From an optimization exercise on the open Yosys and OpenROAD flow, aimed at small area, a short achievable clock period and few clock cycles; shortcuts taken in it are not production practice.
In this exercise RTL edits were held to simulation tests only and were not proved equivalent to the original.

<file path="design/flow/design.v">
module polder_lanes (
    input  wire         clk,
    input  wire         rst,           
    input  wire         in_valid,
    output wire         in_ready,
    input  wire         in_mode,       
    input  wire         in_last,       
    input  wire [31:0]  in_row,        
    input  wire [63:0]  in_col,        
    input  wire [1:0]   in_row_pres,
    input  wire [3:0]   in_col_pres,
    output wire         sh_valid,
    input  wire         sh_release,
    input  wire [2:0]   rd_lane,       
    output wire [33:0]  rd_re,
    output wire [33:0]  rd_im
);
    localparam ROWS = 2;
    localparam COLS = 4;
    localparam LANES = ROWS * COLS;
    function [15:0] unpack;   
        input [15:0] s;
        input        mode;
        begin
            if (mode)
                unpack = s;
            else
                unpack = {{4{s[3]}}, s[3:0], {4{s[7]}}, s[7:4]};
        end
    endfunction
    wire fire = in_valid & in_ready;
    reg sh_full;
    assign in_ready = ~(sh_full & in_last);
    assign sh_valid = sh_full;
    reg signed [33:0] act_re [0:LANES-1];
    reg signed [33:0] act_im [0:LANES-1];
    reg signed [33:0] sh_re  [0:LANES-1];
    reg signed [33:0] sh_im  [0:LANES-1];
    genvar r, c;
    generate
        for (r = 0; r < ROWS; r = r + 1) begin : g_row
            for (c = 0; c < COLS; c = c + 1) begin : g_col
                localparam L = r * COLS + c;
                wire [15:0] a = unpack(in_row[16*r +: 16], in_mode);
                wire [15:0] b = unpack(in_col[16*c +: 16], in_mode);
                wire signed [7:0] ar = a[7:0];
                wire signed [7:0] ai = a[15:8];
                wire signed [7:0] br = b[7:0];
                wire signed [7:0] bi = b[15:8];
                wire signed [16:0] p_re = ar * br + ai * bi;
                wire signed [16:0] p_im = ai * br - ar * bi;
                wire present = in_row_pres[r] & in_col_pres[c];
                wire signed [33:0] sum_re = act_re[L] + (present ? {{17{p_re[16]}}, p_re} : 34'sd0);
                wire signed [33:0] sum_im = act_im[L] + (present ? {{17{p_im[16]}}, p_im} : 34'sd0);
                always @(posedge clk) begin
                    if (rst) begin
                        act_re[L] <= 34'sd0;
                        act_im[L] <= 34'sd0;
                    end else if (fire) begin
                        if (in_last) begin
                            sh_re[L]  <= sum_re;
                            sh_im[L]  <= sum_im;
                            act_re[L] <= 34'sd0;
                            act_im[L] <= 34'sd0;
                        end else begin
                            act_re[L] <= sum_re;
                            act_im[L] <= sum_im;
                        end
                    end
                end
            end
        end
    endgenerate
    always @(posedge clk) begin
        if (rst)
            sh_full <= 1'b0;
        else if (fire & in_last)
            sh_full <= 1'b1;
        else if (sh_release)
            sh_full <= 1'b0;
    end
    assign rd_re = sh_re[rd_lane];
    assign rd_im = sh_im[rd_lane];
endmodule
</file>
<file path="design/flow/run.sh">
#!/bin/bash
# synth_recipe.tcl (not shown) runs the flow's synth.tcl, then flattens the netlist and writes it again
# the make line also repeats each setting of config.mk as NAME=value (left out here)
make -C /OpenROAD-flow-scripts/flow DESIGN_CONFIG=/design/flow/config.mk WORK_HOME=/design/flow/orfs CLKGATE_MAP_FILE= SYNTH_SCRIPT=/design/flow/synth_recipe.tcl finish
</file>
<file path="design/flow/config.mk">
export PLATFORM = sky130hd
export DESIGN_NAME = polder_lanes
export DESIGN_NICKNAME = polder_lanes
export VERILOG_FILES = /design/flow/design.v
export SDC_FILE = /design/flow/constraint.sdc
export NUM_CORES = 4
export LEC_CHECK = 0
export CAP_MARGIN = 20
export CORE_MARGIN = 2
export CORE_UTILIZATION = 30
export SLEW_MARGIN = 20
</file>
<file path="design/flow/constraint.sdc">
create_clock -name core_clock -period 12.5 [get_ports {clk}]
set_input_delay 2.5000 -clock core_clock [delete_from_list [all_inputs] [get_ports {clk}]]
set_output_delay 2.5000 -clock core_clock [all_outputs]
set_load 0.01 [all_outputs]
</file>
==> flow_summary.json <==
{
  "status": "finished clean",
  "avgSynthCellArea_um2": 9.17,
  "hp-start": "act_im[2][0]",
  "rows": 258,
  "vias": 120000,
  "clk_pin_slew_ns": 0.06,
  "hold_class": "reg -> reg",
  "final_area_um2": 167000,
  "syn_area_um2": 148000,
  "yosys.area.top_type_share_pct": 30.3,
  "grt_overflow": 0,
  "async_flop_share_pct": 0,
  "cts_root_buf": "clkbuf_16",
  "synth-edff-count": 544,
  "rsz0062_at_grt": "no",
  "tightest_slew_ns": 1.26,
  "io_buffers": 180,
  "fillers": 50700,
  "die_h_um": 707,
  "layout_setup_ws_ns": 0.377,
  "worstReg2RegEnd": "act_re[6][22]",
  "avgViaCountPerCell": 5.17,
  "initial_core_util_pct": 30.1,
  "ios": 181,
  "fin_nets": 20200,
  "seqCellArea_um2": 27200,
  "placed_area_um2": 163000,
  "track_usage_pct": 22.4,
  "syn-instance-count": 16200,
  "path_max_fanout": 12,
  "critPathRequiredTime_ns": 13.01,
  "drtPass1Iterations": 8,
  "ant_nets": 0,
  "core_um2": 493000,
  "place_hpwl_mm": 452,
  "grt_start_max_net_pins": 196,
  "regToRegSetupSlack_ns": 8.36,
  "cp-end-kind": "register",
  "finalCritPeriodShare_pct": 97.0,
  "dp.cells": 22900,
  "timing.max_cap.violations": 0,
  "critPathLaunch": "in_row[3]",
  "drv_slew": 0,
  "antenna_found_initial": 58,
  "cts_tree": "yes",
  "yosysMostFrequentCell": "inv_1",
  "yosysSeqAreaShare_pct": 18.4,
  "fmaxAchievable_mhz": 82.5,
  "crit_path_end": "sh_re[1][33]",
  "synth_nets": 19900,
  "hold_buffers": 0,
  "cts_buffers": 121,
  "worst_skew_pair.late_latency_ns": 0.78,
  "path_delay_family": "adder cells",
  "gp_congestion": 0.985,
  "die_area_um2": 500000,
  "pre_cts_ws_ns": -0.323,
  "grt_pass1_wl_mm": 822,
  "drc": 0,
  "wl_per_cell_um": 24.6,
  "reg2reg_depth": 14,
  "r2r_start": "act_re[6][0]",
  "slowest_delay_ns": 0.78,
  "ys_types": 106,
  "slew_headroom_pct": 15.5,
  "finalHoldViolations": 0,
  "yosys_warnings": 5,
  "syn_to_final_growth_pct": 12.5,
  "setup_viol": 0,
  "die_w_um": 707,
  "multiInputGateArea_um2": 109000,
  "synth_commonest_cells": "inv_1 (2672), nor2_1 (2347), fa_1 (2248)",
  "ctsLongestPathBuffers": 3,
  "cts_setup_buffers": 0,
  "drive_above_1_share_pct": 7.46,
  "critical_path_class": "in -> reg",
  "synth.area.top_cells": "fa_1 (30%), ha_1 (11%), edfxtp_1 (11%)",
  "synth_flop_cell": "dfxtp_1",
  "final.setup_skew_ns": 0.0334,
  "yosys.area.top_type": "fa_1",
  "cts_sinks": 1089,
  "stdcell_count": 23100,
  "h-tree-depth": 3,
  "ys_seq_elements": 1089,
  "cp_num_buf_inv": 6,
  "worst-path-stages": 32,
  "worst-endpoint-arrival_ns": 12.63,
  "routed_wl_mm": 568,
  "drtIter0Drc": 12500,
  "critPathLaunchType": "input port",
  "cpMostUsedCell": "fa_1",
  "slowest_stage": "nor2_1",
  "min_period_ns": 12.12,
  "grt_pass1_vias": 118000
}
==> area by class of cell <==
type / count / area share (%)
tap: 6500 / 4.87
multi-input combinational: 11700 / 65.4
inverter: 2680 / 6.03
clock buffer: 168 / 2.02
clock inverter: 62 / 0.369
timing repair buffer: 917 / 5.00
antenna: 9 / 0.0135
sequential: 1089 / 16.3
==> repair_timing <==
item / 4_1_cts / 5_1_grt
endpoints found under the hold margin: 0 / 0
setup endpoints to repair: 0 / 10
resized for setup: 0 / 2
==> flip-flops by register name, indices dropped and copies added (netlist names) <==
name / cells
act_re: 272
sh_im: 272
sh_re: 272
act_im: 272
sh_full: 1
==> logic make-up (layout without fill, tap and decap cells) <==
kind of cell               Yosys count  after routing  synth area share [%]
AOI/OAI and AO/OA                 2449           2449                  11.0
xor gates and xnor gates           875            875                  5.19
adders and majority gates         3603           3603                  41.7
buffers and inverters             3395           3827                  8.61
DFF                               1089           1089                  18.4
muxes                              226            226                  1.92
other                                0              9                     0
and+or+nand+nor                   4542           4542                  13.1
==> worst register-to-register path: stages, from the launching register on <==
cell and delay [ns]:
dfxtp_1 0.31, ha_1 0.24, fa_1 0.44, a21o_1 0.21, a21oi_1 0.26, o21bai_1 0.13, a2111oi_0 0.65, nor4_1 0.20
nor3b_2 0.22, buf_4 0.19, nor2_1 0.12, nor3_1 0.29, o2bb2a_1 0.30, or3_1 0.36, a31oi_1 0.13
==> metrics by stage <==
step	TNS [ns]	hold WS (ns)	util, %
final	0	0.458	33.8
after global routing	0	0.472	33.8
after CTS	0	0.459	33.8
after detailed placement	-2.63	0.450	33.0
after global placement	-2.11	0.442	33.0
after floorplan	-1986.36	0.427	-
==> metal layers <==
metal	routed length (um)	GRT usage [%]	up-vias
li1	-	-	53000
met3	64300	5.99	912
met4	25900	8.42	22
met5	223	0.0961	-
met1	245000	31.7	59600
met2	233000	32.4	6058
==> worst min-delay path by stage <==
stage	depth (start not counted)	slack [ns]	end
6_report	2	0.46	act_im[2][0]
3_3_place_gp	2	0.44	act_im[1][0]
2_1_floorplan	2	0.43	act_im[5][33]
3_5_place_dp	2	0.45	act_im[5][33]
5_1_grt	2	0.47	act_re[3][2]
4_1_cts	2	0.46	act_im[2][0]
==> placed cells by master (no fill, tap or decap), types with 100 or more instances in the layout <==
cell,instances
fa_1,2248
and3_1,100
nand3_1,156
dfxtp_1,545
nor3_1,160
a22oi_1,346
xnor2_1,627
o21ai_0,312
edfxtp_1,544
nand2b_1,102
xor2_1,244
clkdlybuf4s50_1,171
nor2b_1,135
clkbuf_16,125
a22o_1,128
ha_1,1355
buf_4,658
a21o_1,275
nor2_1,2333
nand2_1,1152
inv_1,2670
a21oi_1,628
Testbench counts, summed over its fixed seeds: cycles 9,394.

port drivers added, routing unchanged:
In the flow no input, the clock included, has a driving cell. The finished layout below was timed again as built, in two steps.
Step 1: set_driving_cell puts a clkbuf_16 on clk and a buf_2 on each other input, an assumption about the parent block.
Step 2, shift: input delay + t, output delay - t, t = (earliest + latest rising clock arrival at the registers) / 2. This alone moves slack from input paths to output paths.
a / b / c = ideal / step 1 / step 2; a / b = the first two.
t, ns: 0.861
slack for setup (ns): 0.377 / 0.446 / -0.416
cell pins on the clock port's net: 1
With both steps, setup timing fails in this run, where it was met with ideal ports. The setup slack of this run moves by +0.069 ns with the drivers and by -0.793 ns with both steps.
